Source: an optimization exercise on an open RTL-to-GDS flow (aim: small area). Production flows keep margins and buffers that such runs may drop.
In this exercise RTL edits were held to simulation tests only and were not proved equivalent to the original.

## flow/design.v (module list and top-level ports; edited modules follow where they fit)
// module rdsp_acc_unit: 1186 lines
// module rdsp_fa: 10 lines
module rdsp_acc_unit (
    input  wire        clk,
    input  wire        rst,
    input  wire        in_valid,
    input  wire [3:0]  in_op,
    input  wire [1:0]  in_ad,
    input  wire [1:0]  in_as,
    input  wire [31:0] in_s,
    input  wire [31:0] in_t,
    input  wire [31:0] in_x,
    input  wire [4:0]  in_sh,
    input  wire [1:0]  in_w,
    input  wire [4:0]  in_b,
    input  wire        in_sat,
    input  wire        clr_sticky,
    output reg         out_xv,
    output reg  [31:0] out_x,
    output reg         out_fv,
    output reg         out_z,
    output reg         out_n,
    output reg         out_av,
    output reg         out_lv
);
  // ...
==> flow/flow/run.sh <==
#!/bin/bash
# The standard layout (the standard.sh: standard synthesis, floorplan,
# placement, CTS, routing), with two changes:
#  - the buffers that placement puts on every input and output port are the
#    smallest buffer cell instead of the delay-cell buffer buffer_ports picks
#    by itself (timing repair still resizes them where timing needs it);
#  - CTS clusters up to 20 sinks within 80 um per leaf buffer and adds no
#    dummy loads to the clock tree's leaves.
# make's full output goes to standard.log here; ORFS keeps each step's log
# under orfs/logs/.
set -euo pipefail
export BUFFER_PORTS_ARGS="-buffer_cell sky130_fd_sc_hd__buf_1"
export CTS_ARGS="-sink_clustering_enable -repair_clock_nets -dont_use_dummy_load -sink_clustering_size 20 -sink_clustering_max_diameter 80"
bash standard.sh > standard.log 2>&1
==> flow/standard.sh <==
#!/bin/bash
# synth_recipe.tcl (not shown) runs the flow's synth.tcl, then flattens the netlist and writes it again
# the make line also repeats each setting of config.mk as NAME=value (left out here)
make -C /OpenROAD-flow-scripts/flow DESIGN_CONFIG=/design/flow/config.mk WORK_HOME=/design/flow/orfs CLKGATE_MAP_FILE= SYNTH_SCRIPT=/design/flow/synth_recipe.tcl "${@:-finish}"
==> flow/config.mk <==
export PLATFORM = sky130hd
export DESIGN_NAME = rdsp_acc_unit
export DESIGN_NICKNAME = rdsp_acc_unit
export VERILOG_FILES = /design/flow/design.v
export SDC_FILE = /design/flow/constraint.sdc
export NUM_CORES = 4
export LEC_CHECK = 0
export CAP_MARGIN = 20
export CORE_MARGIN = 2
export CORE_UTILIZATION = 50
export PLACE_DENSITY = 0.7
export SLEW_MARGIN = 20
export SYNTH_HIERARCHICAL = 1
==> flow/constraint.sdc <==
create_clock -name core_clock -period 12.0 [get_ports {clk}]
set_input_delay 2.4000 -clock core_clock [delete_from_list [all_inputs] [get_ports {clk}]]
set_output_delay 2.4000 -clock core_clock [all_outputs]
set_load 0.01 [all_outputs]
==> results.yml, run 1 <==
timing:
  slew_viol_final: 0
  setup_slack_ps: 533
  hold_viol_final: 0
place:
  dpl-instance-area_sq_um: 32400
  preCtsSetupSlack_ps: 72.5
floorplan:
  die_area_sq_um: 62100
  die_h_um: 249
clock_network:
  cts-root-buf: "clkbuf_16"
  worstSkewPairLatency_ps: 560
  clock_path_buffers: 3
  hold_buffers: 0
logic_synthesis:
  syn_inst: 3155
  ys_seq_area_share_pct: 24.4
  synth_edf_count: 160
  yosysWarnings: 7
  synth_top_cells_by_area: "fa_1 (20%), edfxtp_1 (16%), xor2_1 (9.3%)"
  muxShareOfSynthArea_pct: 3.45
hold_path:
  min_from: "q_n"
  min_to: "out_n"
cells_and_area:
  seq_area_sq_um: 7350
  final_area_sq_um: 32800
  seq_cells: 287
  clk_share_pct: 1.37
  finalNonFillerCells: 4081
  buffers: 360
  multi_input_gates: 2592
  final_util_pct: 55.4
outcome:
  status: "complete, no violations"
detailed_routing:
  final_antenna_net_count: 0
  first_iter_violations: 5085
  drc_errors: 0
  dr_total_vias: 30000
critical_path:
  cp.depth: 31
  worst-r2r-cell-count: 30
  crit_path_max_incr_delay_ps: 950
  crit_type: "in2reg"
  endpoint_kind: "flop"
  rrSetupSlack_ps: 2250
global_routing:
  grt_use_met1_pct: 62.9
  grt_max_degree: 48
  globalRoute.busiestLayer: "met1"
==> run 2: changes to the inputs <==
--- a/flow/design.v
+++ b/flow/design.v
@@ -67,18 +67,18 @@
     assign d_sel[0] = (in_ad == 2'd0) && !zm[0] && !op_mpy && !d_byp;
     assign d_sel[1] = (in_ad == 2'd1) && !zm[1] && !op_mpy && !d_byp;
     assign d_sel[2] = (in_ad == 2'd2) && !zm[2] && !op_mpy && !d_byp;
     assign d_sel[3] = (in_ad == 2'd3) && !zm[3] && !op_mpy && !d_byp;
     wire d_selr = d_byp && !op_mpy;
     wire [39:0] a_d = ({40{d_sel[0]}} & acc0) | ({40{d_sel[1]}} & acc1)
                     | ({40{d_sel[2]}} & acc2) | ({40{d_sel[3]}} & acc3)
                     | ({40{d_selr}} & r_val);
-    wire [1:0] s_idx = op_absa ? in_ad : in_as;
-    wire s_en = op_adda | op_suba | op_absa;
+    wire [1:0] s_idx = (op_absa | op_sra | op_stax) ? in_ad : in_as;
+    wire s_en = op_adda | op_suba | op_absa | op_sra | op_stax;
     wire [3:0] s_sel;
     assign s_sel[0] = (s_idx == 2'd0) && !zm[0] && s_en;
     assign s_sel[1] = (s_idx == 2'd1) && !zm[1] && s_en;
     assign s_sel[2] = (s_idx == 2'd2) && !zm[2] && s_en;
     assign s_sel[3] = (s_idx == 2'd3) && !zm[3] && s_en;
     wire [39:0] a_s = ({40{s_sel[0]}} & acc0) | ({40{s_sel[1]}} & acc1)
                     | ({40{s_sel[2]}} & acc2) | ({40{s_sel[3]}} & acc3)
                     | ({40{op_mvxa}} & {{8{in_x[31]}}, in_x});
@@ -86,36 +86,36 @@
     wire [15:0] s_h = in_s[31:16];
     wire use1 = is_mac && !op_mach;
     wire use2 = is_mac && !op_macl;
     wire [15:0] t1 = op_macx ? in_t[31:16] : in_t[15:0];
     wire [15:0] t2 = op_macx ? in_t[15:0]  : in_t[31:16];
     wire neg1 = op_msu;
     wire neg2 = op_msu | op_macd;
     wire [4:0]  sh  = (op_sra | op_stax) ? in_sh : 5'd0;
-    wire        sgn = a_d[39];
-    wire [40:0] sx0 = {a_d, 1'b0};
+    wire        sgn = a_s[39];
+    wire [40:0] sx0 = {a_s, 1'b0};
     wire [40:0] sx1 = sh[4] ? {{16{sgn}}, sx0[40:16]} : sx0;
     wire [40:0] sx2 = sh[3] ? {{8{sgn}}, sx1[40:8]} : sx1;
     wire [40:0] sx3 = sh[2] ? {{4{sgn}}, sx2[40:4]} : sx2;
     wire [40:0] sx4 = sh[1] ? {{2{sgn}}, sx3[40:2]} : sx3;
     wire [40:0] shx = sh[0] ? {sgn, sx4[40:1]} : sx4;
     wire [39:0] shr = shx[40:1];
     wire        guard = shx[0];
     wire sticky = (sh[4] & (|sx0[15:0])) | (sh[3] & (|sx1[7:0])) | (sh[2] & (|sx2[3:0]))
                 | (sh[1] & (|sx3[1:0])) | (sh[0] & sx4[0]);
     wire up = guard & (sticky | shr[0]);
     wire c32 = up & (&shr[30:0]);
     wire c16 = up & (&shr[14:0]);
     wire fit32 = c32 ? (&shr[39:32]) : ((~|shr[39:31]) | (&shr[39:31]));
     wire fit16 = c16 ? (&shr[39:16]) : ((~|shr[39:15]) | (&shr[39:15]));
-    wire opa_en = is_mac | op_adda | op_suba | op_sra | op_stax;
-    wire [39:0] opa = {40{opa_en}} & shr;
+    wire opa_en = is_mac | op_adda | op_suba;
+    wire [39:0] opa = {40{opa_en}} & a_d;
     wire s_inv = op_suba | (op_absa & a_s[39]);
-    wire [39:0] opb = a_s ^ {40{s_inv}};
+    wire [39:0] opb = shr ^ {40{s_inv}};
     wire cin = s_inv | (op_stax & up);
     wire pa_one0 = use1 & (s_l[0] ^ 1'b0);
     wire pa_two0 = use1 & ((s_l[1] & ~s_l[0] & ~1'b0) | (~s_l[1] & s_l[0] & 1'b0));
     wire pa_neg0 = use1 & (s_l[1] ^ neg1);
     wire pa_pp0_0 = (pa_one0 & t1[0]) ^ pa_neg0;
     wire pa_pp0_1 = ((pa_one0 & t1[1]) | (pa_two0 & t1[0])) ^ pa_neg0;
     wire pa_pp0_2 = ((pa_one0 & t1[2]) | (pa_two0 & t1[1])) ^ pa_neg0;
     wire pa_pp0_3 = ((pa_one0 & t1[3]) | (pa_two0 & t1[2])) ^ pa_neg0;
@@ -427,38 +427,38 @@
     wire pb_pp7_9 = ((pb_one7 & t2[9]) | (pb_two7 & t2[8])) ^ pb_neg7;
     wire pb_pp7_10 = ((pb_one7 & t2[10]) | (pb_two7 & t2[9])) ^ pb_neg7;
     wire pb_pp7_11 = ((pb_one7 & t2[11]) | (pb_two7 & t2[10])) ^ pb_neg7;
     wire pb_pp7_12 = ((pb_one7 & t2[12]) | (pb_two7 & t2[11])) ^ pb_neg7;
     wire pb_pp7_13 = ((pb_one7 & t2[13]) | (pb_two7 & t2[12])) ^ pb_neg7;
     wire pb_pp7_14 = ((pb_one7 & t2[14]) | (pb_two7 & t2[13])) ^ pb_neg7;
     wire pb_pp7_15 = ((pb_one7 & t2[15]) | (pb_two7 & t2[14])) ^ pb_neg7;
     wire pb_pp7_16 = ~(((pb_one7 & t2[15]) | (pb_two7 & t2[15])) ^ pb_neg7);
-    wire hs1 = opb[14] ^ pa_neg7;
-    wire hc2 = opb[14] & pa_neg7;
-    wire hs3 = opb[8] ^ pa_neg4;
-    wire hc4 = opb[8] & pa_neg4;
+    wire hs1 = opa[14] ^ pa_neg7;
+    wire hc2 = opa[14] & pa_neg7;
+    wire hs3 = opa[8] ^ pa_neg4;
+    wire hc4 = opa[8] & pa_neg4;
     wire fs5, fc6;
-    rdsp_fa u_fs5 (.a(opb[10]), .b(pa_neg5), .c(pb_neg5), .s(fs5), .co(fc6));
+    rdsp_fa u_fs5 (.a(opa[10]), .b(pa_neg5), .c(pb_neg5), .s(fs5), .co(fc6));
     wire hs7 = pa_pp0_10 ^ pa_pp1_8;
     wire hc8 = pa_pp0_10 & pa_pp1_8;
     wire fs9, fc10;
-    rdsp_fa u_fs9 (.a(opb[11]), .b(pa_pp0_11), .c(pa_pp1_9), .s(fs9), .co(fc10));
+    rdsp_fa u_fs9 (.a(opa[11]), .b(pa_pp0_11), .c(pa_pp1_9), .s(fs9), .co(fc10));
     wire hs11 = pa_pp2_7 ^ pa_pp3_5;
     wire hc12 = pa_pp2_7 & pa_pp3_5;
     wire fs13, fc14;
-    rdsp_fa u_fs13 (.a(opb[12]), .b(pa_neg6), .c(pb_neg6), .s(fs13), .co(fc14));
+    rdsp_fa u_fs13 (.a(opa[12]), .b(pa_neg6), .c(pb_neg6), .s(fs13), .co(fc14));
     wire fs15, fc16;
     rdsp_fa u_fs15 (.a(pa_pp0_12), .b(pa_pp1_10), .c(pa_pp2_8), .s(fs15), .co(fc16));
     wire fs17, fc18;
     rdsp_fa u_fs17 (.a(pa_pp3_6), .b(pa_pp4_4), .c(pa_pp5_2), .s(fs17), .co(fc18));
     wire hs19 = pa_pp6_0 ^ pb_pp0_12;
     wire hc20 = pa_pp6_0 & pb_pp0_12;
     wire fs21, fc22;
-    rdsp_fa u_fs21 (.a(opb[13]), .b(pa_pp0_13), .c(pa_pp1_11), .s(fs21), .co(fc22));
+    rdsp_fa u_fs21 (.a(opa[13]), .b(pa_pp0_13), .c(pa_pp1_11), .s(fs21), .co(fc22));
     wire fs23, fc24;
     rdsp_fa u_fs23 (.a(pa_pp2_9), .b(pa_pp3_7), .c(pa_pp4_5), .s(fs23), .co(fc24));
     wire fs25, fc26;
     rdsp_fa u_fs25 (.a(pa_pp5_3), .b(pa_pp6_1), .c(pb_pp0_13), .s(fs25), .co(fc26));
     wire hs27 = pb_pp1_11 ^ pb_pp2_9;
     wire hc28 = pb_pp1_11 & pb_pp2_9;
     wire fs29, fc30;
     rdsp_fa u_fs29 (.a(pb_neg7), .b(hs1), .c(pa_pp0_14), .s(fs29), .co(fc30));
@@ -466,93 +466,93 @@
     rdsp_fa u_fs31 (.a(pa_pp1_12), .b(pa_pp2_10), .c(pa_pp3_8), .s(fs31), .co(fc32));
     wire fs33, fc34;
     rdsp_fa u_fs33 (.a(pa_pp4_6), .b(pa_pp5_4), .c(pa_pp6_2), .s(fs33), .co(fc34));
     wire fs35, fc36;
     rdsp_fa u_fs35 (.a(pa_pp7_0), .b(pb_pp0_14), .c(pb_pp1_12), .s(fs35), .co(fc36));
     wire fs37, fc38;
     rdsp_fa u_fs37 (.a(pb_pp2_10), .b(pb_pp3_8), .c(pb_pp4_6), .s(fs37), .co(fc38));
     wire fs39, fc40;
-    rdsp_fa u_fs39 (.a(opb[15]), .b(hc2), .c(pa_pp0_15), .s(fs39), .co(fc40));
+    rdsp_fa u_fs39 (.a(opa[15]), .b(hc2), .c(pa_pp0_15), .s(fs39), .co(fc40));
     wire fs41, fc42;
     rdsp_fa u_fs41 (.a(pa_pp1_13), .b(pa_pp2_11), .c(pa_pp3_9), .s(fs41), .co(fc42));
     wire fs43, fc44;
     rdsp_fa u_fs43 (.a(pa_pp4_7), .b(pa_pp5_5), .c(pa_pp6_3), .s(fs43), .co(fc44));
     wire fs45, fc46;
     rdsp_fa u_fs45 (.a(pa_pp7_1), .b(pb_pp0_15), .c(pb_pp1_13), .s(fs45), .co(fc46));
     wire fs47, fc48;
     rdsp_fa u_fs47 (.a(pb_pp2_11), .b(pb_pp3_9), .c(pb_pp4_7), .s(fs47), .co(fc48));
     wire hs49 = pb_pp5_5 ^ pb_pp6_3;
     wire hc50 = pb_pp5_5 & pb_pp6_3;
     wire fs51, fc52;
-    rdsp_fa u_fs51 (.a(opb[16]), .b(pa_pp0_16), .c(pa_pp1_14), .s(fs51), .co(fc52));
+    rdsp_fa u_fs51 (.a(opa[16]), .b(pa_pp0_16), .c(pa_pp1_14), .s(fs51), .co(fc52));
     wire fs53, fc54;
     rdsp_fa u_fs53 (.a(pa_pp2_12), .b(pa_pp3_10), .c(pa_pp4_8), .s(fs53), .co(fc54));
     wire fs55, fc56;
     rdsp_fa u_fs55 (.a(pa_pp5_6), .b(pa_pp6_4), .c(pa_pp7_2), .s(fs55), .co(fc56));
     wire fs57, fc58;
     rdsp_fa u_fs57 (.a(pb_pp0_16), .b(pb_pp1_14), .c(pb_pp2_12), .s(fs57), .co(fc58));
     wire fs59, fc60;
     rdsp_fa u_fs59 (.a(pb_pp3_10), .b(pb_pp4_8), .c(pb_pp5_6), .s(fs59), .co(fc60));
     wire hs61 = pb_pp6_4 ^ pb_pp7_2;
     wire hc62 = pb_pp6_4 & pb_pp7_2;
-    wire fs63 = ~(opb[17] ^ pa_pp1_15);
-    wire fc64 = opb[17] | pa_pp1_15;
+    wire fs63 = ~(opa[17] ^ pa_pp1_15);
+    wire fc64 = opa[17] | pa_pp1_15;
     wire fs65, fc66;
     rdsp_fa u_fs65 (.a(pa_pp2_13), .b(pa_pp3_11), .c(pa_pp4_9), .s(fs65), .co(fc66));
     wire fs67, fc68;
     rdsp_fa u_fs67 (.a(pa_pp5_7), .b(pa_pp6_5), .c(pa_pp7_3), .s(fs67), .co(fc68));
     wire fs69, fc70;
     rdsp_fa u_fs69 (.a(pb_pp1_15), .b(pb_pp2_13), .c(pb_pp3_11), .s(fs69), .co(fc70));
     wire fs71, fc72;
     rdsp_fa u_fs71 (.a(pb_pp4_9), .b(pb_pp5_7), .c(pb_pp6_5), .s(fs71), .co(fc72));
-    wire fs73 = ~(opb[18] ^ pa_pp1_16);
-    wire fc74 = opb[18] | pa_pp1_16;
+    wire fs73 = ~(opa[18] ^ pa_pp1_16);
+    wire fc74 = opa[18] | pa_pp1_16;
     wire fs75, fc76;
     rdsp_fa u_fs75 (.a(pa_pp2_14), .b(pa_pp3_12), .c(pa_pp4_10), .s(fs75), .co(fc76));
     wire fs77, fc78;
     rdsp_fa u_fs77 (.a(pa_pp5_8), .b(pa_pp6_6), .c(pa_pp7_4), .s(fs77), .co(fc78));
     wire fs79, fc80;
     rdsp_fa u_fs79 (.a(pb_pp1_16), .b(pb_pp2_14), .c(pb_pp3_12), .s(fs79), .co(fc80));
     wire hs81 = pb_pp4_10 ^ pb_pp5_8;
     wire hc82 = pb_pp4_10 & pb_pp5_8;
     wire fs83, fc84;
-    rdsp_fa u_fs83 (.a(opb[19]), .b(pa_pp2_15), .c(pa_pp3_13), .s(fs83), .co(fc84));
+    rdsp_fa u_fs83 (.a(opa[19]), .b(pa_pp2_15), .c(pa_pp3_13), .s(fs83), .co(fc84));
     wire fs85, fc86;
     rdsp_fa u_fs85 (.a(pa_pp4_11), .b(pa_pp5_9), .c(pa_pp6_7), .s(fs85), .co(fc86));
     wire fs87, fc88;
     rdsp_fa u_fs87 (.a(pa_pp7_5), .b(pb_pp2_15), .c(pb_pp3_13), .s(fs87), .co(fc88));
-    wire fs89 = ~(opb[20] ^ pa_pp2_16);
-    wire fc90 = opb[20] | pa_pp2_16;
+    wire fs89 = ~(opa[20] ^ pa_pp2_16);
+    wire fc90 = opa[20] | pa_pp2_16;
     wire fs91, fc92;
     rdsp_fa u_fs91 (.a(pa_pp3_14), .b(pa_pp4_12), .c(pa_pp5_10), .s(fs91), .co(fc92));
     wire hs93 = pa_pp6_8 ^ pa_pp7_6;
     wire hc94 = pa_pp6_8 & pa_pp7_6;
     wire fs95, fc96;
-    rdsp_fa u_fs95 (.a(opb[21]), .b(pa_pp3_15), .c(pa_pp4_13), .s(fs95), .co(fc96));
-    wire hs97 = ~(opb[22]);
-    wire hc98 = opb[22];
-    wire hs99 = opb[4] ^ pa_neg2;
-    wire hc100 = opb[4] & pa_neg2;
+    rdsp_fa u_fs95 (.a(opa[21]), .b(pa_pp3_15), .c(pa_pp4_13), .s(fs95), .co(fc96));
+    wire hs97 = ~(opa[22]);
+    wire hc98 = opa[22];
+    wire hs99 = opa[4] ^ pa_neg2;
+    wire hc100 = opa[4] & pa_neg2;
     wire fs101, fc102;
-    rdsp_fa u_fs101 (.a(opb[6]), .b(pa_neg3), .c(pb_neg3), .s(fs101), .co(fc102));
+    rdsp_fa u_fs101 (.a(opa[6]), .b(pa_neg3), .c(pb_neg3), .s(fs101), .co(fc102));
     wire hs103 = pa_pp0_6 ^ pa_pp1_4;
     wire hc104 = pa_pp0_6 & pa_pp1_4;
     wire fs105, fc106;
-    rdsp_fa u_fs105 (.a(opb[7]), .b(pa_pp0_7), .c(pa_pp1_5), .s(fs105), .co(fc106));
+    rdsp_fa u_fs105 (.a(opa[7]), .b(pa_pp0_7), .c(pa_pp1_5), .s(fs105), .co(fc106));
     wire hs107 = pa_pp2_3 ^ pa_pp3_1;
     wire hc108 = pa_pp2_3 & pa_pp3_1;
     wire fs109, fc110;
     rdsp_fa u_fs109 (.a(pb_neg4), .b(hs3), .c(pa_pp0_8), .s(fs109), .co(fc110));
     wire fs111, fc112;
     rdsp_fa u_fs111 (.a(pa_pp1_6), .b(pa_pp2_4), .c(pa_pp3_2), .s(fs111), .co(fc112));
     wire fs113, fc114;
     rdsp_fa u_fs113 (.a(pa_pp4_0), .b(pb_pp0_8), .c(pb_pp1_6), .s(fs113), .co(fc114));
     wire fs115, fc116;
-    rdsp_fa u_fs115 (.a(opb[9]), .b(hc4), .c(pa_pp0_9), .s(fs115), .co(fc116));
+    rdsp_fa u_fs115 (.a(opa[9]), .b(hc4), .c(pa_pp0_9), .s(fs115), .co(fc116));
     wire fs117, fc118;
     rdsp_fa u_fs117 (.a(pa_pp1_7), .b(pa_pp2_5), .c(pa_pp3_3), .s(fs117), .co(fc118));
     wire fs119, fc120;
     rdsp_fa u_fs119 (.a(pa_pp4_1), .b(pb_pp0_9), .c(pb_pp1_7), .s(fs119), .co(fc120));
     wire hs121 = pb_pp2_5 ^ pb_pp3_3;
     wire hc122 = pb_pp2_5 & pb_pp3_3;
     wire fs123, fc124;
     rdsp_fa u_fs123 (.a(fs5), .b(pa_pp2_6), .c(pa_pp3_4), .s(fs123), .co(fc124));
@@ -654,201 +654,201 @@
     rdsp_fa u_fs219 (.a(hs97), .b(pa_pp3_16), .c(pa_pp4_14), .s(fs219), .co(fc220));
     wire fs221, fc222;
     rdsp_fa u_fs221 (.a(pa_pp5_12), .b(pa_pp6_10), .c(pa_pp7_8), .s(fs221), .co(fc222));
     wire fs223, fc224;
     rdsp_fa u_fs223 (.a(pb_pp3_16), .b(pb_pp4_14), .c(pb_pp5_12), .s(fs223), .co(fc224));
     wire fs225, fc226;
     rdsp_fa u_fs225 (.a(pb_pp6_10), .b(pb_pp7_8), .c(fc96), .s(fs225), .co(fc226));
     wire fs227, fc228;
-    rdsp_fa u_fs227 (.a(opb[23]), .b(hc98), .c(pa_pp4_15), .s(fs227), .co(fc228));
+    rdsp_fa u_fs227 (.a(opa[23]), .b(hc98), .c(pa_pp4_15), .s(fs227), .co(fc228));
     wire fs229, fc230;
     rdsp_fa u_fs229 (.a(pa_pp5_13), .b(pa_pp6_11), .c(pa_pp7_9), .s(fs229), .co(fc230));
     wire fs231, fc232;
     rdsp_fa u_fs231 (.a(pb_pp4_15), .b(pb_pp5_13), .c(pb_pp6_11), .s(fs231), .co(fc232));
-    wire fs233 = ~(opb[24] ^ pa_pp4_16);
-    wire fc234 = opb[24] | pa_pp4_16;
+    wire fs233 = ~(opa[24] ^ pa_pp4_16);
+    wire fc234 = opa[24] | pa_pp4_16;
     wire fs235, fc236;
     rdsp_fa u_fs235 (.a(pa_pp5_14), .b(pa_pp6_12), .c(pa_pp7_10), .s(fs235), .co(fc236));
     wire hs237 = pb_pp4_16 ^ pb_pp5_14;
     wire hc238 = pb_pp4_16 & pb_pp5_14;
     wire fs239, fc240;
-    rdsp_fa u_fs239 (.a(opb[25]), .b(pa_pp5_15), .c(pa_pp6_13), .s(fs239), .co(fc240));
-    wire hs241 = ~(opb[26]);
-    wire hc242 = opb[26];
-    wire hs243 = opb[0] ^ pa_neg0;
-    wire hc244 = opb[0] & pa_neg0;
+    rdsp_fa u_fs239 (.a(opa[25]), .b(pa_pp5_15), .c(pa_pp6_13), .s(fs239), .co(fc240));
+    wire hs241 = ~(opa[26]);
+    wire hc242 = opa[26];
+    wire hs243 = opa[0] ^ pa_neg0;
+    wire hc244 = opa[0] & pa_neg0;
     wire fs245, fc246;
-    rdsp_fa u_fs245 (.a(opb[2]), .b(pa_neg1), .c(pb_neg1), .s(fs245), .co(fc246));
-    wire hs247 = opb[3] ^ pa_pp0_3;
-    wire hc248 = opb[3] & pa_pp0_3;
+    rdsp_fa u_fs245 (.a(opa[2]), .b(pa_neg1), .c(pb_neg1), .s(fs245), .co(fc246));
+    wire hs247 = opa[3] ^ pa_pp0_3;
+    wire hc248 = opa[3] & pa_pp0_3;
     wire fs249, fc250;
     rdsp_fa u_fs249 (.a(pb_neg2), .b(hs99), .c(pa_pp0_4), .s(fs249), .co(fc250));
     wire fs251, fc252;
     rdsp_fa u_fs251 (.a(pa_pp1_2), .b(pa_pp2_0), .c(pb_pp0_4), .s(fs251), .co(fc252));
     wire fs253, fc254;
-    rdsp_fa u_fs253 (.a(opb[5]), .b(hc100), .c(pa_pp0_5), .s(fs253), .co(fc254));
+    rdsp_fa u_fs253 (.a(opa[5]), .b(hc100), .c(pa_pp0_5), .s(fs253), .co(fc254));
     wire fs255, fc256;
     rdsp_fa u_fs255 (.a(pa_pp1_3), .b(pa_pp2_1), .c(pb_pp0_5), .s(fs255), .co(fc256));
     wire hs257 = pb_pp1_3 ^ pb_pp2_1;
     wire hc258 = pb_pp1_3 & pb_pp2_1;
     wire fs259, fc260;
     rdsp_fa u_fs259 (.a(fs101), .b(pa_pp2_2), .c(pa_pp3_0), .s(fs259), .co(fc260));
     wire fs261, fc262;
     rdsp_fa u_fs261 (.a(pb_pp0_6), .b(pb_pp1_4), .c(pb_pp2_2), .s(fs261), .co(fc262));
     wire fs263, fc264;
-    rdsp_fa u_fs263 (.a(pb_pp3_0), .b(hs103), .c(opa[6]), .s(fs263), .co(fc264));
+    rdsp_fa u_fs263 (.a(pb_pp3_0), .b(hs103), .c(opb[6]), .s(fs263), .co(fc264));
     wire fs265, fc266;
     rdsp_fa u_fs265 (.a(fc102), .b(pb_pp0_7), .c(pb_pp1_5), .s(fs265), .co(fc266));
     wire fs267, fc268;
     rdsp_fa u_fs267 (.a(pb_pp2_3), .b(pb_pp3_1), .c(hc104), .s(fs267), .co(fc268));
     wire fs269, fc270;
-    rdsp_fa u_fs269 (.a(hs107), .b(fs105), .c(opa[7]), .s(fs269), .co(fc270));
+    rdsp_fa u_fs269 (.a(hs107), .b(fs105), .c(opb[7]), .s(fs269), .co(fc270));
     wire fs271, fc272;
     rdsp_fa u_fs271 (.a(pb_pp2_4), .b(pb_pp3_2), .c(pb_pp4_0), .s(fs271), .co(fc272));
     wire fs273, fc274;
     rdsp_fa u_fs273 (.a(hc108), .b(fc106), .c(fs109), .s(fs273), .co(fc274));
     wire fs275, fc276;
-    rdsp_fa u_fs275 (.a(fs111), .b(fs113), .c(opa[8]), .s(fs275), .co(fc276));
+    rdsp_fa u_fs275 (.a(fs111), .b(fs113), .c(opb[8]), .s(fs275), .co(fc276));
     wire fs277, fc278;
     rdsp_fa u_fs277 (.a(pb_pp4_1), .b(hs121), .c(fc110), .s(fs277), .co(fc278));
     wire fs279, fc280;
     rdsp_fa u_fs279 (.a(fc112), .b(fc114), .c(fs115), .s(fs279), .co(fc280));
     wire fs281, fc282;
-    rdsp_fa u_fs281 (.a(fs117), .b(fs119), .c(opa[9]), .s(fs281), .co(fc282));
+    rdsp_fa u_fs281 (.a(fs117), .b(fs119), .c(opb[9]), .s(fs281), .co(fc282));
     wire fs283, fc284;
     rdsp_fa u_fs283 (.a(hc122), .b(fc116), .c(fc118), .s(fs283), .co(fc284));
     wire fs285, fc286;
     rdsp_fa u_fs285 (.a(fc120), .b(fs123), .c(fs125), .s(fs285), .co(fc286));
     wire fs287, fc288;
-    rdsp_fa u_fs287 (.a(fs127), .b(opa[10]), .c(fs129), .s(fs287), .co(fc288));
+    rdsp_fa u_fs287 (.a(fs127), .b(opb[10]), .c(fs129), .s(fs287), .co(fc288));
     wire fs289, fc290;
     rdsp_fa u_fs289 (.a(fc124), .b(fc126), .c(fc128), .s(fs289), .co(fc290));
     wire fs291, fc292;
     rdsp_fa u_fs291 (.a(fs131), .b(fs133), .c(fs135), .s(fs291), .co(fc292));
     wire fs293, fc294;
-    rdsp_fa u_fs293 (.a(opa[11]), .b(fc130), .c(fs137), .s(fs293), .co(fc294));
+    rdsp_fa u_fs293 (.a(opb[11]), .b(fc130), .c(fs137), .s(fs293), .co(fc294));
     wire fs295, fc296;
     rdsp_fa u_fs295 (.a(fc132), .b(fc134), .c(fc136), .s(fs295), .co(fc296));
     wire fs297, fc298;
-    rdsp_fa u_fs297 (.a(fs139), .b(fs141), .c(opa[12]), .s(fs297), .co(fc298));
+    rdsp_fa u_fs297 (.a(fs139), .b(fs141), .c(opb[12]), .s(fs297), .co(fc298));
     wire fs299, fc300;
     rdsp_fa u_fs299 (.a(fs143), .b(fc138), .c(fs145), .s(fs299), .co(fc300));
     wire fs301, fc302;
     rdsp_fa u_fs301 (.a(fc140), .b(fc142), .c(fs147), .s(fs301), .co(fc302));
     wire fs303, fc304;
-    rdsp_fa u_fs303 (.a(opa[13]), .b(fc144), .c(fs149), .s(fs303), .co(fc304));
+    rdsp_fa u_fs303 (.a(opb[13]), .b(fc144), .c(fs149), .s(fs303), .co(fc304));
     wire fs305, fc306;
     rdsp_fa u_fs305 (.a(fc146), .b(fs151), .c(fs153), .s(fs305), .co(fc306));
     wire fs307, fc308;
-    rdsp_fa u_fs307 (.a(fc148), .b(fs155), .c(opa[14]), .s(fs307), .co(fc308));
+    rdsp_fa u_fs307 (.a(fc148), .b(fs155), .c(opb[14]), .s(fs307), .co(fc308));
     wire fs309, fc310;
     rdsp_fa u_fs309 (.a(fc150), .b(fc152), .c(fc154), .s(fs309), .co(fc310));
     wire fs311, fc312;
     rdsp_fa u_fs311 (.a(fs157), .b(fs159), .c(fs161), .s(fs311), .co(fc312));
     wire fs313, fc314;
-    rdsp_fa u_fs313 (.a(fc156), .b(opa[15]), .c(fc158), .s(fs313), .co(fc314));
+    rdsp_fa u_fs313 (.a(fc156), .b(opb[15]), .c(fc158), .s(fs313), .co(fc314));
     wire fs315, fc316;
     rdsp_fa u_fs315 (.a(fc160), .b(fc162), .c(fs163), .s(fs315), .co(fc316));
     wire fs317, fc318;
     rdsp_fa u_fs317 (.a(fs165), .b(fs167), .c(fs169), .s(fs317), .co(fc318));
     wire fs319, fc320;
-    rdsp_fa u_fs319 (.a(opa[16]), .b(fc164), .c(fc166), .s(fs319), .co(fc320));
+    rdsp_fa u_fs319 (.a(opb[16]), .b(fc164), .c(fc166), .s(fs319), .co(fc320));
     wire fs321, fc322;
     rdsp_fa u_fs321 (.a(fc168), .b(fc170), .c(fs171), .s(fs321), .co(fc322));
     wire fs323, fc324;
     rdsp_fa u_fs323 (.a(fs173), .b(fs175), .c(fs177), .s(fs323), .co(fc324));
     wire fs325, fc326;
-    rdsp_fa u_fs325 (.a(opa[17]), .b(fc172), .c(fc174), .s(fs325), .co(fc326));
+    rdsp_fa u_fs325 (.a(opb[17]), .b(fc172), .c(fc174), .s(fs325), .co(fc326));
     wire fs327, fc328;
     rdsp_fa u_fs327 (.a(fc176), .b(fc178), .c(fs179), .s(fs327), .co(fc328));
     wire fs329, fc330;
     rdsp_fa u_fs329 (.a(fs181), .b(fs183), .c(fs185), .s(fs329), .co(fc330));
     wire fs331, fc332;
-    rdsp_fa u_fs331 (.a(opa[18]), .b(fc180), .c(fc182), .s(fs331), .co(fc332));
+    rdsp_fa u_fs331 (.a(opb[18]), .b(fc180), .c(fc182), .s(fs331), .co(fc332));
     wire fs333, fc334;
     rdsp_fa u_fs333 (.a(fs187), .b(fc184), .c(fc186), .s(fs333), .co(fc334));
     wire fs335, fc336;
     rdsp_fa u_fs335 (.a(fs189), .b(fs191), .c(fs193), .s(fs335), .co(fc336));
     wire fs337, fc338;
-    rdsp_fa u_fs337 (.a(fs195), .b(opa[19]), .c(fc188), .s(fs337), .co(fc338));
+    rdsp_fa u_fs337 (.a(fs195), .b(opb[19]), .c(fc188), .s(fs337), .co(fc338));
     wire fs339, fc340;
     rdsp_fa u_fs339 (.a(fc190), .b(fc192), .c(fc194), .s(fs339), .co(fc340));
     wire fs341, fc342;
     rdsp_fa u_fs341 (.a(fs197), .b(fs199), .c(fs201), .s(fs341), .co(fc342));
     wire fs343, fc344;
     rdsp_fa u_fs343 (.a(fc196), .b(fs203), .c(fs205), .s(fs343), .co(fc344));
     wire fs345, fc346;
-    rdsp_fa u_fs345 (.a(opa[20]), .b(fc198), .c(fc200), .s(fs345), .co(fc346));
+    rdsp_fa u_fs345 (.a(opb[20]), .b(fc198), .c(fc200), .s(fs345), .co(fc346));
     wire fs347, fc348;
     rdsp_fa u_fs347 (.a(fc202), .b(fs207), .c(fs209), .s(fs347), .co(fc348));
     wire fs349, fc350;
     rdsp_fa u_fs349 (.a(fc204), .b(fc206), .c(fs211), .s(fs349), .co(fc350));
     wire fs351, fc352;
-    rdsp_fa u_fs351 (.a(fs213), .b(opa[21]), .c(fs215), .s(fs351), .co(fc352));
+    rdsp_fa u_fs351 (.a(fs213), .b(opb[21]), .c(fs215), .s(fs351), .co(fc352));
     wire fs353, fc354;
     rdsp_fa u_fs353 (.a(fc208), .b(fc210), .c(fs217), .s(fs353), .co(fc354));
     wire fs355, fc356;
     rdsp_fa u_fs355 (.a(fc212), .b(fc214), .c(fs219), .s(fs355), .co(fc356));
     wire fs357, fc358;
-    rdsp_fa u_fs357 (.a(fs221), .b(fs223), .c(opa[22]), .s(fs357), .co(fc358));
+    rdsp_fa u_fs357 (.a(fs221), .b(fs223), .c(opb[22]), .s(fs357), .co(fc358));
     wire fs359, fc360;
     rdsp_fa u_fs359 (.a(fc216), .b(fc218), .c(fs225), .s(fs359), .co(fc360));
     wire fs361, fc362;
     rdsp_fa u_fs361 (.a(pb_pp7_9), .b(fc220), .c(fc222), .s(fs361), .co(fc362));
     wire fs363, fc364;
     rdsp_fa u_fs363 (.a(fc224), .b(fs227), .c(fs229), .s(fs363), .co(fc364));
     wire fs365, fc366;
-    rdsp_fa u_fs365 (.a(fs231), .b(opa[23]), .c(fc226), .s(fs365), .co(fc366));
+    rdsp_fa u_fs365 (.a(fs231), .b(opb[23]), .c(fc226), .s(fs365), .co(fc366));
     wire fs367, fc368;
     rdsp_fa u_fs367 (.a(pb_pp6_12), .b(pb_pp7_10), .c(hs237), .s(fs367), .co(fc368));
     wire fs369, fc370;
     rdsp_fa u_fs369 (.a(fc228), .b(fc230), .c(fc232), .s(fs369), .co(fc370));
     wire fs371, fc372;
-    rdsp_fa u_fs371 (.a(fs233), .b(fs235), .c(opa[24]), .s(fs371), .co(fc372));
+    rdsp_fa u_fs371 (.a(fs233), .b(fs235), .c(opb[24]), .s(fs371), .co(fc372));
     wire fs373, fc374;
     rdsp_fa u_fs373 (.a(pa_pp7_11), .b(pb_pp5_15), .c(pb_pp6_13), .s(fs373), .co(fc374));
     wire fs375, fc376;
     rdsp_fa u_fs375 (.a(pb_pp7_11), .b(hc238), .c(fc234), .s(fs375), .co(fc376));
     wire fs377, fc378;
-    rdsp_fa u_fs377 (.a(fc236), .b(fs239), .c(opa[25]), .s(fs377), .co(fc378));
+    rdsp_fa u_fs377 (.a(fc236), .b(fs239), .c(opb[25]), .s(fs377), .co(fc378));
     wire fs379, fc380;
     rdsp_fa u_fs379 (.a(hs241), .b(pa_pp5_16), .c(pa_pp6_14), .s(fs379), .co(fc380));
     wire fs381, fc382;
     rdsp_fa u_fs381 (.a(pa_pp7_12), .b(pb_pp5_16), .c(pb_pp6_14), .s(fs381), .co(fc382));
     wire fs383, fc384;
-    rdsp_fa u_fs383 (.a(pb_pp7_12), .b(fc240), .c(opa[26]), .s(fs383), .co(fc384));
+    rdsp_fa u_fs383 (.a(pb_pp7_12), .b(fc240), .c(opb[26]), .s(fs383), .co(fc384));
     wire fs385, fc386;
-    rdsp_fa u_fs385 (.a(opb[27]), .b(hc242), .c(pa_pp6_15), .s(fs385), .co(fc386));
+    rdsp_fa u_fs385 (.a(opa[27]), .b(hc242), .c(pa_pp6_15), .s(fs385), .co(fc386));
     wire fs387, fc388;
     rdsp_fa u_fs387 (.a(pa_pp7_13), .b(pb_pp6_15), .c(pb_pp7_13), .s(fs387), .co(fc388));
-    wire fs389 = ~(opb[28] ^ pa_pp6_16);
-    wire fc390 = opb[28] | pa_pp6_16;
+    wire fs389 = ~(opa[28] ^ pa_pp6_16);
+    wire fc390 = opa[28] | pa_pp6_16;
     wire hs391 = pa_pp7_14 ^ pb_pp6_16;
     wire hc392 = pa_pp7_14 & pb_pp6_16;
     wire fs393, fc394;
     rdsp_fa u_fs393 (.a(pb_neg0), .b(hs243), .c(pa_pp0_0), .s(fs393), .co(fc394));
     wire fs395, fc396;
-    rdsp_fa u_fs395 (.a(opb[1]), .b(hc244), .c(pa_pp0_1), .s(fs395), .co(fc396));
+    rdsp_fa u_fs395 (.a(opa[1]), .b(hc244), .c(pa_pp0_1), .s(fs395), .co(fc396));
     wire fs397, fc398;
     rdsp_fa u_fs397 (.a(fs245), .b(pa_pp0_2), .c(pa_pp1_0), .s(fs397), .co(fc398));
     wire hs399 = pb_pp0_2 ^ pb_pp1_0;
     wire hc400 = pb_pp0_2 & pb_pp1_0;
     wire fs401, fc402;
     rdsp_fa u_fs401 (.a(fc246), .b(pa_pp1_1), .c(pb_pp0_3), .s(fs401), .co(fc402));
     wire fs403, fc404;
-    rdsp_fa u_fs403 (.a(pb_pp1_1), .b(hs247), .c(opa[3]), .s(fs403), .co(fc404));
+    rdsp_fa u_fs403 (.a(pb_pp1_1), .b(hs247), .c(opb[3]), .s(fs403), .co(fc404));
     wire fs405, fc406;
     rdsp_fa u_fs405 (.a(pb_pp1_2), .b(pb_pp2_0), .c(hc248), .s(fs405), .co(fc406));
     wire fs407, fc408;
-    rdsp_fa u_fs407 (.a(fs249), .b(fs251), .c(opa[4]), .s(fs407), .co(fc408));
+    rdsp_fa u_fs407 (.a(fs249), .b(fs251), .c(opb[4]), .s(fs407), .co(fc408));
     wire fs409, fc410;
     rdsp_fa u_fs409 (.a(hs257), .b(fc250), .c(fc252), .s(fs409), .co(fc410));
     wire fs411, fc412;
-    rdsp_fa u_fs411 (.a(fs253), .b(fs255), .c(opa[5]), .s(fs411), .co(fc412));
+    rdsp_fa u_fs411 (.a(fs253), .b(fs255), .c(opb[5]), .s(fs411), .co(fc412));
     wire fs413, fc414;
     rdsp_fa u_fs413 (.a(hc258), .b(fc254), .c(fc256), .s(fs413), .co(fc414));
     wire fs415, fc416;
     rdsp_fa u_fs415 (.a(fs259), .b(fs261), .c(fs263), .s(fs415), .co(fc416));
     wire fs417, fc418;
     rdsp_fa u_fs417 (.a(fc260), .b(fc262), .c(fs265), .s(fs417), .co(fc418));
     wire fs419, fc420;
     rdsp_fa u_fs419 (.a(fs267), .b(fc264), .c(fs269), .s(fs419), .co(fc420));
@@ -926,29 +926,29 @@
     rdsp_fa u_fs491 (.a(fs375), .b(fc372), .c(fs377), .s(fs491), .co(fc492));
     wire fs493, fc494;
     rdsp_fa u_fs493 (.a(fc374), .b(fs379), .c(fs381), .s(fs493), .co(fc494));
     wire fs495, fc496;
     rdsp_fa u_fs495 (.a(fc376), .b(fc378), .c(fs383), .s(fs495), .co(fc496));
     wire fs497, fc498;
     rdsp_fa u_fs497 (.a(fc380), .b(fc382), .c(fs385), .s(fs497), .co(fc498));
     wire fs499, fc500;
-    rdsp_fa u_fs499 (.a(fs387), .b(opa[27]), .c(fc384), .s(fs499), .co(fc500));
+    rdsp_fa u_fs499 (.a(fs387), .b(opb[27]), .c(fc384), .s(fs499), .co(fc500));
     wire fs501, fc502;
     rdsp_fa u_fs501 (.a(pb_pp7_14), .b(hs391), .c(fc386), .s(fs501), .co(fc502));
     wire fs503, fc504;
-    rdsp_fa u_fs503 (.a(fc388), .b(fs389), .c(opa[28]), .s(fs503), .co(fc504));
+    rdsp_fa u_fs503 (.a(fc388), .b(fs389), .c(opb[28]), .s(fs503), .co(fc504));
     wire fs505, fc506;
-    rdsp_fa u_fs505 (.a(opb[29]), .b(pa_pp7_15), .c(pb_pp7_15), .s(fs505), .co(fc506));
+    rdsp_fa u_fs505 (.a(opa[29]), .b(pa_pp7_15), .c(pb_pp7_15), .s(fs505), .co(fc506));
     wire fs507, fc508;
-    rdsp_fa u_fs507 (.a(hc392), .b(fc390), .c(opa[29]), .s(fs507), .co(fc508));
-    wire fs509 = ~(opb[30] ^ pa_pp7_16);
-    wire fc510 = opb[30] | pa_pp7_16;
-    wire hs511 = pb_pp7_16 ^ opa[30];
-    wire hc512 = pb_pp7_16 & opa[30];
+    rdsp_fa u_fs507 (.a(hc392), .b(fc390), .c(opb[29]), .s(fs507), .co(fc508));
+    wire fs509 = ~(opa[30] ^ pa_pp7_16);
+    wire fc510 = opa[30] | pa_pp7_16;
+    wire hs511 = pb_pp7_16 ^ opb[30];
+    wire hc512 = pb_pp7_16 & opb[30];
     wire hs513 = pb_pp0_0 ^ fs393;
     wire hc514 = pb_pp0_0 & fs393;
     wire fs515, fc516;
     rdsp_fa u_fs515 (.a(pb_pp0_1), .b(fc394), .c(fs395), .s(fs515), .co(fc516));
     wire fs517, fc518;
     rdsp_fa u_fs517 (.a(hs399), .b(fc396), .c(fs397), .s(fs517), .co(fc518));
     wire fs519, fc520;
     rdsp_fa u_fs519 (.a(hc400), .b(fc398), .c(fs401), .s(fs519), .co(fc520));
@@ -1002,39 +1002,39 @@
     rdsp_fa u_fs567 (.a(fc494), .b(fs497), .c(fc496), .s(fs567), .co(fc568));
     wire fs569, fc570;
     rdsp_fa u_fs569 (.a(fc498), .b(fs501), .c(fs503), .s(fs569), .co(fc570));
     wire fs571, fc572;
     rdsp_fa u_fs571 (.a(fs505), .b(fc502), .c(fc504), .s(fs571), .co(fc572));
     wire fs573, fc574;
     rdsp_fa u_fs573 (.a(fc506), .b(fs509), .c(hs511), .s(fs573), .co(fc574));
     wire fs575, fc576;
-    rdsp_fa u_fs575 (.a(opb[31]), .b(fc510), .c(opa[31]), .s(fs575), .co(fc576));
-    wire hs577 = ~(opb[32]);
-    wire hc578 = opb[32];
-    wire hs579 = ~(opb[33]);
-    wire hc580 = opb[33];
-    wire hs581 = ~(opb[34]);
-    wire hc582 = opb[34];
-    wire hs583 = ~(opb[35]);
-    wire hc584 = opb[35];
-    wire hs585 = ~(opb[36]);
-    wire hc586 = opb[36];
-    wire hs587 = ~(opb[37]);
-    wire hc588 = opb[37];
-    wire hs589 = ~(opb[38]);
-    wire hc590 = opb[38];
-    wire hs591 = ~(~opb[39]);
-    wire hc592 = ~opb[39];
-    wire hs593 = opa[0] ^ hs513;
-    wire hc594 = opa[0] & hs513;
+    rdsp_fa u_fs575 (.a(opa[31]), .b(fc510), .c(opb[31]), .s(fs575), .co(fc576));
+    wire hs577 = ~(opa[32]);
+    wire hc578 = opa[32];
+    wire hs579 = ~(opa[33]);
+    wire hc580 = opa[33];
+    wire hs581 = ~(opa[34]);
+    wire hc582 = opa[34];
+    wire hs583 = ~(opa[35]);
+    wire hc584 = opa[35];
+    wire hs585 = ~(opa[36]);
+    wire hc586 = opa[36];
+    wire hs587 = ~(opa[37]);
+    wire hc588 = opa[37];
+    wire hs589 = ~(opa[38]);
+    wire hc590 = opa[38];
+    wire hs591 = ~(~opa[39]);
+    wire hc592 = ~opa[39];
+    wire hs593 = opb[0] ^ hs513;
+    wire hc594 = opb[0] & hs513;
     wire fs595, fc596;
-    rdsp_fa u_fs595 (.a(opa[1]), .b(hc514), .c(fs515), .s(fs595), .co(fc596));
+    rdsp_fa u_fs595 (.a(opb[1]), .b(hc514), .c(fs515), .s(fs595), .co(fc596));
     wire fs597, fc598;
-    rdsp_fa u_fs597 (.a(opa[2]), .b(fc516), .c(fs517), .s(fs597), .co(fc598));
+    rdsp_fa u_fs597 (.a(opb[2]), .b(fc516), .c(fs517), .s(fs597), .co(fc598));
     wire fs599, fc600;
     rdsp_fa u_fs599 (.a(fc518), .b(fs519), .c(fs403), .s(fs599), .co(fc600));
     wire fs601, fc602;
     rdsp_fa u_fs601 (.a(fc520), .b(fs407), .c(fs521), .s(fs601), .co(fc602));
     wire fs603, fc604;
     rdsp_fa u_fs603 (.a(fs411), .b(fc522), .c(fs523), .s(fs603), .co(fc604));
     wire fs605, fc606;
     rdsp_fa u_fs605 (.a(fc524), .b(fs525), .c(fs415), .s(fs605), .co(fc606));
@@ -1084,31 +1084,31 @@
     rdsp_fa u_fs649 (.a(fc500), .b(fs569), .c(fc568), .s(fs649), .co(fc650));
     wire fs651, fc652;
     rdsp_fa u_fs651 (.a(fs507), .b(fc570), .c(fs571), .s(fs651), .co(fc652));
     wire fs653, fc654;
     rdsp_fa u_fs653 (.a(fc508), .b(fs573), .c(fc572), .s(fs653), .co(fc654));
     wire fs655, fc656;
     rdsp_fa u_fs655 (.a(hc512), .b(fs575), .c(fc574), .s(fs655), .co(fc656));
     wire fs657, fc658;
-    rdsp_fa u_fs657 (.a(hs577), .b(opa[32]), .c(fc576), .s(fs657), .co(fc658));
+    rdsp_fa u_fs657 (.a(hs577), .b(opb[32]), .c(fc576), .s(fs657), .co(fc658));
     wire fs659, fc660;
-    rdsp_fa u_fs659 (.a(hc578), .b(hs579), .c(opa[33]), .s(fs659), .co(fc660));
+    rdsp_fa u_fs659 (.a(hc578), .b(hs579), .c(opb[33]), .s(fs659), .co(fc660));
     wire fs661, fc662;
-    rdsp_fa u_fs661 (.a(hc580), .b(hs581), .c(opa[34]), .s(fs661), .co(fc662));
+    rdsp_fa u_fs661 (.a(hc580), .b(hs581), .c(opb[34]), .s(fs661), .co(fc662));
     wire fs663, fc664;
-    rdsp_fa u_fs663 (.a(hc582), .b(hs583), .c(opa[35]), .s(fs663), .co(fc664));
+    rdsp_fa u_fs663 (.a(hc582), .b(hs583), .c(opb[35]), .s(fs663), .co(fc664));
     wire fs665, fc666;
-    rdsp_fa u_fs665 (.a(hc584), .b(hs585), .c(opa[36]), .s(fs665), .co(fc666));
+    rdsp_fa u_fs665 (.a(hc584), .b(hs585), .c(opb[36]), .s(fs665), .co(fc666));
     wire fs667, fc668;
-    rdsp_fa u_fs667 (.a(hc586), .b(hs587), .c(opa[37]), .s(fs667), .co(fc668));
+    rdsp_fa u_fs667 (.a(hc586), .b(hs587), .c(opb[37]), .s(fs667), .co(fc668));
     wire fs669, fc670;
-    rdsp_fa u_fs669 (.a(hc588), .b(hs589), .c(opa[38]), .s(fs669), .co(fc670));
+    rdsp_fa u_fs669 (.a(hc588), .b(hs589), .c(opb[38]), .s(fs669), .co(fc670));
     wire fs671, fc672;
-    rdsp_fa u_fs671 (.a(hc590), .b(hs591), .c(~opa[39]), .s(fs671), .co(fc672));
+    rdsp_fa u_fs671 (.a(hc590), .b(hs591), .c(~opb[39]), .s(fs671), .co(fc672));
     wire [41:0] red_x = {1'b1, fc672, fc670, fc668, fc666, fc664, fc662, fc660, fc658, fc656, fc654, fc652, fc650, fc648, fc646, fc644, fc642, fc640, fc638, fc636, fc634, fc632, fc630, fc628, fc626, fc624, fc622, fc620, fc618, fc616, fc614, fc612, fc610, fc608, fc606, fc604, fc602, fc600, fc598, fc596, hc594, hs593};
     wire [41:0] red_y = {1'b0, hc592, fs671, fs669, fs667, fs665, fs663, fs661, fs659, fs657, fs655, fs653, fs651, fs649, fs647, fs645, fs643, fs641, fs639, fs637, fs635, fs633, fs631, fs629, fs627, fs625, fs623, fs621, fs619, fs617, fs615, fs613, fs611, fs609, fs607, fs605, fs603, fs601, fs599, fs597, fs595, cin};
     wire [41:0] sum = red_x + red_y;
     wire        wrap = (sum[41:39] != 3'b000) && (sum[41:39] != 3'b111);
     wire w_full = (in_w[0] == in_w[1]);
     wire w_lo   = in_w[0] & ~in_w[1];
     wire w_hi   = in_w[1] & ~in_w[0];
     wire sat32  = ~fit32 & in_sat;
==> flow/config.mk (replaced) <==
export PLATFORM = sky130hd
export DESIGN_NAME = rdsp_acc_unit
export DESIGN_NICKNAME = rdsp_acc_unit
export VERILOG_FILES = /design/flow/design.v
export SDC_FILE = /design/flow/constraint.sdc
export NUM_CORES = 4
export LEC_CHECK = 0
export CAP_MARGIN = 20
export CORE_MARGIN = 2
export CORE_UTILIZATION = 40
export PLACE_DENSITY = 0.6
export SLEW_MARGIN = 20
export SYNTH_HIERARCHICAL = 1
==> results.yml, run 2 <==
global_routing:
  met2_usage_pct: 47.7
  grt_pass1_wl_um: 186000
  grt_pass1_vias: 26800
  antenna_found_initial: 5
  grt.met3_usage_pct: 5.78
  globalRoute.busiestLayer: "met2"
  grt_use_total_pct: 32.2
  grt_max_degree: 49
  grt_use_met1_pct: 44.7
  grt.overflow.total: 0
timing:
  finalCritPeriodShare_pct: 94.4
  setup_viol: 0
  slew_viol_final: 0
  rsz0062_at_grt: "false"
  relSlewSlack_pct: 16.1
  fin_skew_ps: 49.8
  hold_viol_final: 0
  setup_tns_ps: 0
  hold_slack_ps: 329
  timing.final.crit_period_ps: 11330
  setup_slack_ps: 671
  fmax_mhz: 88.3
  worst_pin_slew_ps: 1250
clock_network:
  htree_levels: 1
  cts.clk_slew.worst_paths_ps: 80
  cts_tree: "built"
  worstSkewPairLatency_ps: 540
  ctsResizeCount: 0
  cts-root-buf: "clkbuf_16"
  cts-buffers-inserted: 18
  clock_path_buffers: 3
  post_cts_buffers: 0
  cts.sinks: 287
  hold_buffers: 0
cells_and_area:
  final_cell_mix: "xor2_1 (307), fa_1 (298), o22ai_1 (262)"
  final_nets: 3714
  syn2layout_area_growth_pct: 8.81
  drive_above_1_share_pct: 8.72
  finalNonFillerCells: 4195
  layout_commonest_cell: "xor2_1"
  nFillCells: 7271
floorplan:
  die_w_um: 278
  core_sq_um: 74400
  row_count: 100
  start_util_pct: 40.4
  die_area_sq_um: 77400
  die_h_um: 278
  ios: 159
critical_path:
  r2r-start: "r_ad[0]"
  cp_data_required_time_ps: 12410
  r2r_end: "r_av"
  startpoint_type: "primary input"
  endpoint_kind: "flop"
  crit_slowest_cell: "a2111oi_4"
  crit_type: "in2reg"
  crit_arrival_ps: 11740
  worstPathMaxFanout: 29
  rrSetupSlack_ps: 2920
  worst-r2r-cell-count: 32
  crit_path_max_incr_delay_ps: 890
logic_synthesis:
  synth_flop_cell: "edfxtp_1"
  synth_area_sq_um: 30100
  ys_seq_elements: 287
  synth_fp_nets: 3611
  synth_edf_count: 160
  synth_cell_type_count: 98
  synthArstFlopShare_pct: 0
  synth_top_cells_by_area: "fa_1 (20%), edfxtp_1 (16%), xor2_1 (8.9%)"
  synthTopCellsByCount: "xor2_1 (307), fa_1 (298), o22ai_1 (262)"
  yosysMostFrequentCell: "xor2_1"
  ys_seq_area_share_pct: 24.4
  synth_top_area_cell: "fa_1"
  synth_top_area_share_pct: 19.8
  syn_inst: 3120
  syn_avg_cell_area_sq_um: 9.64
  yosysWarnings: 7
hold_path:
  hold_class: "reg2reg"
  min_from: "q_x[2]"
  min_to: "out_x[2]"
  min_path_cells: 0
place:
  dp_hpwl_um: 101000
  io_buffers: 158
  numPlacedInstances: 4172
  routabilityCongestion: 1.09
  preCtsSetupSlack_ps: 448
detailed_routing:
  wl_um: 127000
  vias_per_cell: 6.73
  firstDrtPassIters: 10
  dr_total_vias: 28200
  final_antenna_net_count: 0
  drc_errors: 0
  wl_per_cell_um: 30.3
  first_iter_violations: 4634
outcome:
  status: "complete, no violations"
run:
  maxCapViolCount: 0
## run 2: cell count changes after synthesis, sizes merged, moves of 16 or more
| cell | delta |
|---|---|
| nand2 | -18 |
| clkbuf | +17 |
| and3 | -20 |
| a221oi | +16 |
| a22oi | +28 |
| a32oi | +18 |
| a31oi | +17 |
| nor2 | -21 |
| nor3 | -26 |
## run 2: area by class of cell
type	count	area (sq um)	area share [%]
timing repair buffer	314	1800	5.51
antenna	5	12.5	0.0382
sequential	287	7350	22.4
clock buffer	18	450	1.38
multi-input combinational	2555	21700	66.4
tap	969	1210	3.70
inverter	47	176	0.539
## run 2: worst max path at each step
stage,start,end
after floorplan,in_op[2],r_av
after global placement,in_op[0],r_av
after detailed placement,in_op[0],r_av
after CTS,in_op[0],r_av
after global routing,in_op[0],r_av
final,in_op[0],r_av
## run 2: Yosys stat by module, one instance, submodules excluded
module / flip-flops and latches / times used / cell area (sq um) / cells inside
rdsp_fa: 0 / 297 / 20.0 / 1
rdsp_acc_unit: 287 / 1 / 24100 / 2823
## run 2: kinds of logic (layout without fill, tap and decap cells)
group	after synthesis	count (layout)	share of synthesized area (%)
buffers and inverters	278	379	3.81
other	0	5	0
and+or+nand+nor	767	767	12.4
AOI/OAI and AO/OA	954	954	22.4
adders and majority gates	370	370	22.8
xor gates and xnor gates	373	373	10.9
muxes	91	91	3.28
DFF	287	287	24.4
## run 2: stage by stage
stage	area (sq um)	utilization, %
after CTS	32700	43.9
after global placement	32300	43.3
final	32700	44.0
after floorplan	30100	-
after global routing	32700	43.9
after detailed placement	32300	43.3
## run 2: per-layer routing
| layer | vias to the layer above | wire length (um) |
|---|---|---|
| met5 | - | 54 |
| met4 | 6 | 8240 |
| met3 | 330 | 13400 |
| met2 | 1991 | 54600 |
| met1 | 14000 | 50800 |
| li1 | 11900 | - |
## run 2: critical path: cells and delay by family
| family | cells | cell delay [ps] |
|---|---|---|
| AOI/OAI and AO/OA | 14 | 4170 |
| xor gates and xnor gates | 1 | 210 |
| adders and majority gates | 5 | 2220 |
| buffers and inverters | 3 | 1070 |
| and+or+nand+nor | 10 | 1630 |

[afterwards: timing with drivers on the ports]
In the flow no input, the clock included, has a driving cell. The finished layouts below were timed again as built, in two steps.
Step 1 assumes that a clkbuf_16 drives the clock port and a buf_2 every other input.
Step 2 also shifts input and output timing later by t, the mid clock arrival at the registers, as if the neighbouring blocks saw the same clock.
Three values: ideal, step 1, step 2; two values: the first two.
run	t (ns)	slack for setup (ns)	latest minus earliest clock arrival (ns)	worst data-port slew with drivers (ns)
run 1	0.581	0.533 / 0.562 / -0.018	0.065 / 0.065	0.07
run 2	0.574	0.671 / 0.702 / 0.128	0.051 / 0.050	0.09
Met with ideal ports but missed after step 2: setup timing in run 1. The setup slack of run 1, which loses most, moves by +0.029 ns with the drivers and by -0.551 ns with both steps.
